This design comes from an exercise in tuning for small area on the open sky130 flow, not from production work. Function was checked by simulation only, so behaviour that the tests miss may differ from the original. Power figures rest on the tool's default switching activity, not on a simulated workload.

Setup of run 1:
==> module rng_health, before the edit <==
module rng_health (
  input  wire        clk,
  input  wire        rst,         
  input  wire        sample,      
  input  wire [3:0]  bits,        
  input  wire [3:0]  src_en,      
  input  wire        restart,     
  input  wire        tick,        
  output wire [7:0]  state,       
  output wire [7:0]  last_fail,   
  output wire [63:0] fails,       
  output wire [63:0] bias,        
  output wire [63:0] corr         
);
  localparam [1:0] S_DIS = 2'd0, S_TEST = 2'd1, S_OK = 2'd2, S_RET = 2'd3;
  reg [1:0] phase;      
  reg       pend;       
  reg       pend_rst;   
  reg       act;        
  reg       wrst;       
  reg [3:0] lb, le;     
  reg       lrs, ltk;   
  always @(posedge clk) begin
    if (rst) begin
      phase <= 2'd0; pend <= 1'b1; pend_rst <= 1'b1; act <= 1'b0; wrst <= 1'b1;
    end else begin
      phase <= phase + 2'd1;
      if (sample) begin
        pend <= 1'b1;
        lb <= bits; le <= src_en; lrs <= restart; ltk <= tick;
      end
      if (phase == 2'd3) begin
        act <= pend | sample; wrst <= pend_rst;
        pend <= 1'b0; pend_rst <= 1'b0;
      end
    end
  end
  localparam IW = 72;
  localparam OW = 20;
  reg [IW-1:0] i0, i1, i2, i3;
  reg [OW-1:0] o0, o1, o2, o3;
  wire [IW-1:0] i_nx;
  wire [OW-1:0] o_nx;
  always @(posedge clk) begin
    i0 <= i1; i1 <= i2; i2 <= i3; i3 <= i_nx;
    if (act) begin
      o0 <= o1; o1 <= o2; o2 <= o3; o3 <= o_nx;
    end
  end
  wire [3:0]  a1 = i0[71:68];
  wire [3:0]  a2 = i0[67:64];
  wire        pv = i0[63];
  wire [5:0]  run = i0[62:57];
  wire [9:0]  ca = i0[56:47];
  wire [9:0]  cb = i0[46:37];
  wire        fg = i0[36];
  wire [11:0] ec = i0[35:24];
  wire [11:0] eo = i0[23:12];
  wire [11:0] ee = i0[11:0];
  wire [1:0]  st = o0[19:18];
  wire [1:0]  lf = o0[17:16];
  wire [15:0] fl = o0[15:0];
  wire b  = lb[phase];
  wire e  = le[phase];
  wire rs = lrs;
  wire tk = ltk;
  wire       st_dis = (st == S_DIS);
  wire       go     = act && !wrst;                          
  wire       start  = go && e && (rs || st_dis);             
  wire       test   = go && e && !rs && st == S_TEST;
  wire       ok     = go && e && !rs && st == S_OK;
  wire       clr    = act && wrst;                           
  wire       rs_g   = go && rs;
  wire       tk_g   = go && tk;
  wire       off    = go && !e;
  wire [3:0] a1t = (tk_g && a1 != 4'd15) ? a1 + 4'd1 : a1;
  wire [3:0] a2t = (tk_g && a2 != 4'd15) ? a2 + 4'd1 : a2;
  wire       retire = (a2t < 4'd10);
  wire       eqb  = (b == pv);
  wire       keep = !go || (!start && run != 6'd0 && eqb);
  wire [5:0] run_inc = (keep ? run : 6'd0) + {5'd0, go};
  wire       rep  = go && keep && run == 6'd60;
  wire       pos0 = (ca == 10'd0);
  wire [9:0] ca_inc = (start ? 10'd0 : ca) + {9'd0, go};
  wire       cb_clr = start || (ok && pos0);
  wire       cb_bit = ok ? (pos0 || b == fg) : (go && b);
  wire [9:0] cb_inc = (cb_clr ? 10'd0 : cb) + {9'd0, cb_bit};
  wire       su_end = test && ca == 10'd999;
  wire       su_bad = fg | rep;
  wire       su_pass = !su_bad && cb_inc >= 10'd250 && cb_inc <= 10'd750;
  wire       pass = su_end && su_pass;
  wire       f_su  = su_end && !su_pass;
  wire       f_rep = ok && rep;
  wire       f_apt = ok && !rep && cb_inc == 10'd840;
  wire       fail = f_su || f_rep || f_apt;
  wire       hclr = clr || fail;
  wire [5:0] run_n = (hclr || pass) ? 6'd0 : run_inc;
  wire [9:0] ca_n  = (hclr || pass) ? 10'd0 : ca_inc;
  wire [9:0] cb_n  = hclr ? 10'd0 : cb_inc;
  wire       fg_n  = (hclr || start) ? 1'b0 : (ok ? (pos0 ? b : fg) : su_bad);
  wire [3:0] a1_n  = (clr || rs_g) ? 4'd15 : (fail ? 4'd0 : a1t);
  wire [3:0] a2_n  = (clr || rs_g) ? 4'd15 : (fail ? a1t : a2t);
  wire [1:0] st_n = wrst ? S_TEST :
                    !e ? S_DIS :
                    fail ? (retire ? S_RET : S_TEST) :
                    start ? S_TEST :
                    pass ? S_OK : st;
  wire [1:0] lf_n = wrst ? 2'd0 : f_su ? 2'd1 : f_rep ? 2'd2 : f_apt ? 2'd3 : lf;
  wire [15:0] fl_inc = fl + {15'd0, fail && fl != 16'hFFFF};
  wire [15:0] fl_n = wrst ? 16'd0 : fl_inc;
  wire        blk_end = go && e && ec == 12'hFFF;
  wire        est_clr = clr || off || blk_end;
  wire [11:0] ec_inc = ec + {11'd0, go};
  wire [12:0] eo_inc = {1'b0, eo} + {12'd0, go && b};
  wire [11:0] ee_inc = ee + {11'd0, go && eqb && ec != 12'd0};
  wire [11:0] ec_n = (clr || off) ? 12'd0 : ec_inc;
  wire [11:0] eo_n = est_clr ? 12'd0 : eo_inc[11:0];
  wire [11:0] ee_n = est_clr ? 12'd0 : ee_inc;
  wire [11:0] bh_n = wrst ? 12'd0 : (eo_inc[12] ? 12'hFFF : eo_inc[11:0]);
  wire        bs_n = !wrst && eo_inc[12];
  wire        cpos = ee_inc[11];
  wire [3:0]  clo  = {cpos, ee_inc[10:8]} + {3'd0, !cpos && ee_inc[10:0] != 11'd0};
  wire [15:0] cval = {~cpos, ee_inc[10:0], clo};
  wire [15:0] cr_n = wrst ? 16'd0 : cval;
  wire        est_ld = clr || blk_end;    
  wire [IW-1:0] i_upd = {a1_n, a2_n, act ? b : pv, run_n, ca_n, cb_n, fg_n, ec_n, eo_n, ee_n};
  wire [OW-1:0] o_upd = {st_n, lf_n, fl_n};
  assign i_nx = i_upd;
  assign o_nx = o_upd;
  genvar s;
  generate
    for (s = 0; s < 4; s = s + 1) begin : g_est
      reg [11:0] bh_r;
      reg        bs_r;
      reg [15:0] cr_r;
      always @(posedge clk)
        if (est_ld && phase == s) begin
          bh_r <= bh_n; bs_r <= bs_n; cr_r <= cr_n;
        end
      assign bias[16*s +: 16] = {bh_r, {4{bs_r}}};
      assign corr[16*s +: 16] = cr_r;
    end
  endgenerate
  assign state     = {o3[19:18], o2[19:18], o1[19:18], o0[19:18]};
  assign last_fail = {o3[17:16], o2[17:16], o1[17:16], o0[17:16]};
  assign fails     = {o3[15:0], o2[15:0], o1[15:0], o0[15:0]};
endmodule
Settings: LEC_CHECK=0, CAP_MARGIN=20, CORE_MARGIN=2, CORE_UTILIZATION=40, SLEW_MARGIN=20; clock period 20.0 ns.
standard.sh (not shown) runs the stock make flow with config.mk's settings and CLKGATE_MAP_FILE= SYNTH_SCRIPT=/design/flow/synth_recipe.tcl, a recipe that flattens the netlist after the stock synthesis.
==> flow/flow/run.sh <==
#!/bin/bash
# The standard layout, with each port buffered by the smallest buffer cell and
# a clock tree of larger sink clusters without dummy loads.
set -euo pipefail
export BUFFER_PORTS_ARGS="-buffer_cell sky130_fd_sc_hd__buf_1"
export CTS_ARGS="-sink_clustering_enable -repair_clock_nets -sink_clustering_size 10 -sink_clustering_max_diameter 40 -buf_list sky130_fd_sc_hd__clkbuf_4 -dont_use_dummy_load"
bash standard.sh > standard.log 2>&1
For run 2, these inputs were changed with respect to run 1:
--- a/flow/design.v
+++ b/flow/design.v
@@ -33,13 +33,13 @@
         act <= pend | sample; wrst <= pend_rst;
         pend <= 1'b0; pend_rst <= 1'b0;
       end
     end
   end
   localparam IW = 72;
-  localparam OW = 20;
+  localparam OW = 49;
   reg [IW-1:0] i0, i1, i2, i3;
   reg [OW-1:0] o0, o1, o2, o3;
   wire [IW-1:0] i_nx;
   wire [OW-1:0] o_nx;
   always @(posedge clk) begin
     i0 <= i1; i1 <= i2; i2 <= i3; i3 <= i_nx;
@@ -54,15 +54,18 @@
   wire [9:0]  ca = i0[56:47];
   wire [9:0]  cb = i0[46:37];
   wire        fg = i0[36];
   wire [11:0] ec = i0[35:24];
   wire [11:0] eo = i0[23:12];
   wire [11:0] ee = i0[11:0];
-  wire [1:0]  st = o0[19:18];
-  wire [1:0]  lf = o0[17:16];
-  wire [15:0] fl = o0[15:0];
+  wire [1:0]  st = o0[48:47];
+  wire [1:0]  lf = o0[46:45];
+  wire [15:0] fl = o0[44:29];
+  wire [11:0] bh = o0[28:17];
+  wire        bs = o0[16];
+  wire [15:0] cr = o0[15:0];
   wire b  = lb[phase];
   wire e  = le[phase];
   wire rs = lrs;
   wire tk = ltk;
   wire       st_dis = (st == S_DIS);
   wire       go     = act && !wrst;                          
@@ -113,35 +116,23 @@
   wire [11:0] ec_inc = ec + {11'd0, go};
   wire [12:0] eo_inc = {1'b0, eo} + {12'd0, go && b};
   wire [11:0] ee_inc = ee + {11'd0, go && eqb && ec != 12'd0};
   wire [11:0] ec_n = (clr || off) ? 12'd0 : ec_inc;
   wire [11:0] eo_n = est_clr ? 12'd0 : eo_inc[11:0];
   wire [11:0] ee_n = est_clr ? 12'd0 : ee_inc;
-  wire [11:0] bh_n = wrst ? 12'd0 : (eo_inc[12] ? 12'hFFF : eo_inc[11:0]);
-  wire        bs_n = !wrst && eo_inc[12];
+  wire [11:0] bh_n = wrst ? 12'd0 : blk_end ? (eo_inc[12] ? 12'hFFF : eo_inc[11:0]) : bh;
+  wire        bs_n = wrst ? 1'b0 : blk_end ? eo_inc[12] : bs;
   wire        cpos = ee_inc[11];
   wire [3:0]  clo  = {cpos, ee_inc[10:8]} + {3'd0, !cpos && ee_inc[10:0] != 11'd0};
   wire [15:0] cval = {~cpos, ee_inc[10:0], clo};
-  wire [15:0] cr_n = wrst ? 16'd0 : cval;
-  wire        est_ld = clr || blk_end;    
+  wire [15:0] cr_n = wrst ? 16'd0 : blk_end ? cval : cr;
   wire [IW-1:0] i_upd = {a1_n, a2_n, act ? b : pv, run_n, ca_n, cb_n, fg_n, ec_n, eo_n, ee_n};
-  wire [OW-1:0] o_upd = {st_n, lf_n, fl_n};
+  wire [OW-1:0] o_upd = {st_n, lf_n, fl_n, bh_n, bs_n, cr_n};
   assign i_nx = i_upd;
   assign o_nx = o_upd;
-  genvar s;
-  generate
-    for (s = 0; s < 4; s = s + 1) begin : g_est
-      reg [11:0] bh_r;
-      reg        bs_r;
-      reg [15:0] cr_r;
-      always @(posedge clk)
-        if (est_ld && phase == s) begin
-          bh_r <= bh_n; bs_r <= bs_n; cr_r <= cr_n;
-        end
-      assign bias[16*s +: 16] = {bh_r, {4{bs_r}}};
-      assign corr[16*s +: 16] = cr_r;
-    end
-  endgenerate
-  assign state     = {o3[19:18], o2[19:18], o1[19:18], o0[19:18]};
-  assign last_fail = {o3[17:16], o2[17:16], o1[17:16], o0[17:16]};
-  assign fails     = {o3[15:0], o2[15:0], o1[15:0], o0[15:0]};
+  assign state     = {o3[48:47], o2[48:47], o1[48:47], o0[48:47]};
+  assign last_fail = {o3[46:45], o2[46:45], o1[46:45], o0[46:45]};
+  assign fails     = {o3[44:29], o2[44:29], o1[44:29], o0[44:29]};
+  assign bias      = {o3[28:17], {4{o3[16]}}, o2[28:17], {4{o2[16]}},
+                      o1[28:17], {4{o1[16]}}, o0[28:17], {4{o0[16]}}};
+  assign corr      = {o3[15:0], o2[15:0], o1[15:0], o0[15:0]};
 endmodule
- Run 1 → run 2: antenna cell count went down; portion of the clock cycle consumed by the worst path in the final layout now larger; post-route total power shows an increase of 1.8%; top fanout value on the critical path picked up an extra 53; global-route usage went up 1.1 points.
- Run 2 gives more routed via count than run 1 did.
- After detailed routing, run 1 needs less wire than run 2.
- For the cell area after placement, run 2 came in 0.75% higher than run 1 did.
- Share of final layout cell area taken by clock buffers and inverters: run 2 vs run 1 — no meaningful difference
- Looking at leakage power summed over all cells across run 1 and run 2, the one that comes out higher is run 1.
- For the fraction of area in multi-input gates, run 2 came in 0.84 points higher than run 1 did.
- Looking at clock skew, run 2 sits 0.027 ns below run 1.
- | sequential share of layout area | lower: run 2 |

## what the ideal ports hide
Ports are ideal in the flow. The routed layouts listed here were re-timed in OpenROAD. Step 1 sets driving cells, clkbuf_16 on the clock port and buf_2 on the other inputs (assumed; they add their load-dependent delay and slew). Step 2, shift: input delay + t, output delay - t, t = (earliest + latest rising clock arrival at the registers) / 2. This alone moves slack from input paths to output paths. Slacks: ideal ports / drivers / drivers and shift; pairs: ideal ports / drivers.
| run | t (ns) | slack for setup (ns) | worst slew at a driven data input, ns |
|---|---|---|---|
| run 1 | 0.711 | 14.502 / 14.502 / 14.502 | 0.08 |
| run 2 | 0.734 | 13.811 / 13.811 / 13.811 | 0.04 |
After both steps every run listed still meets setup and hold.
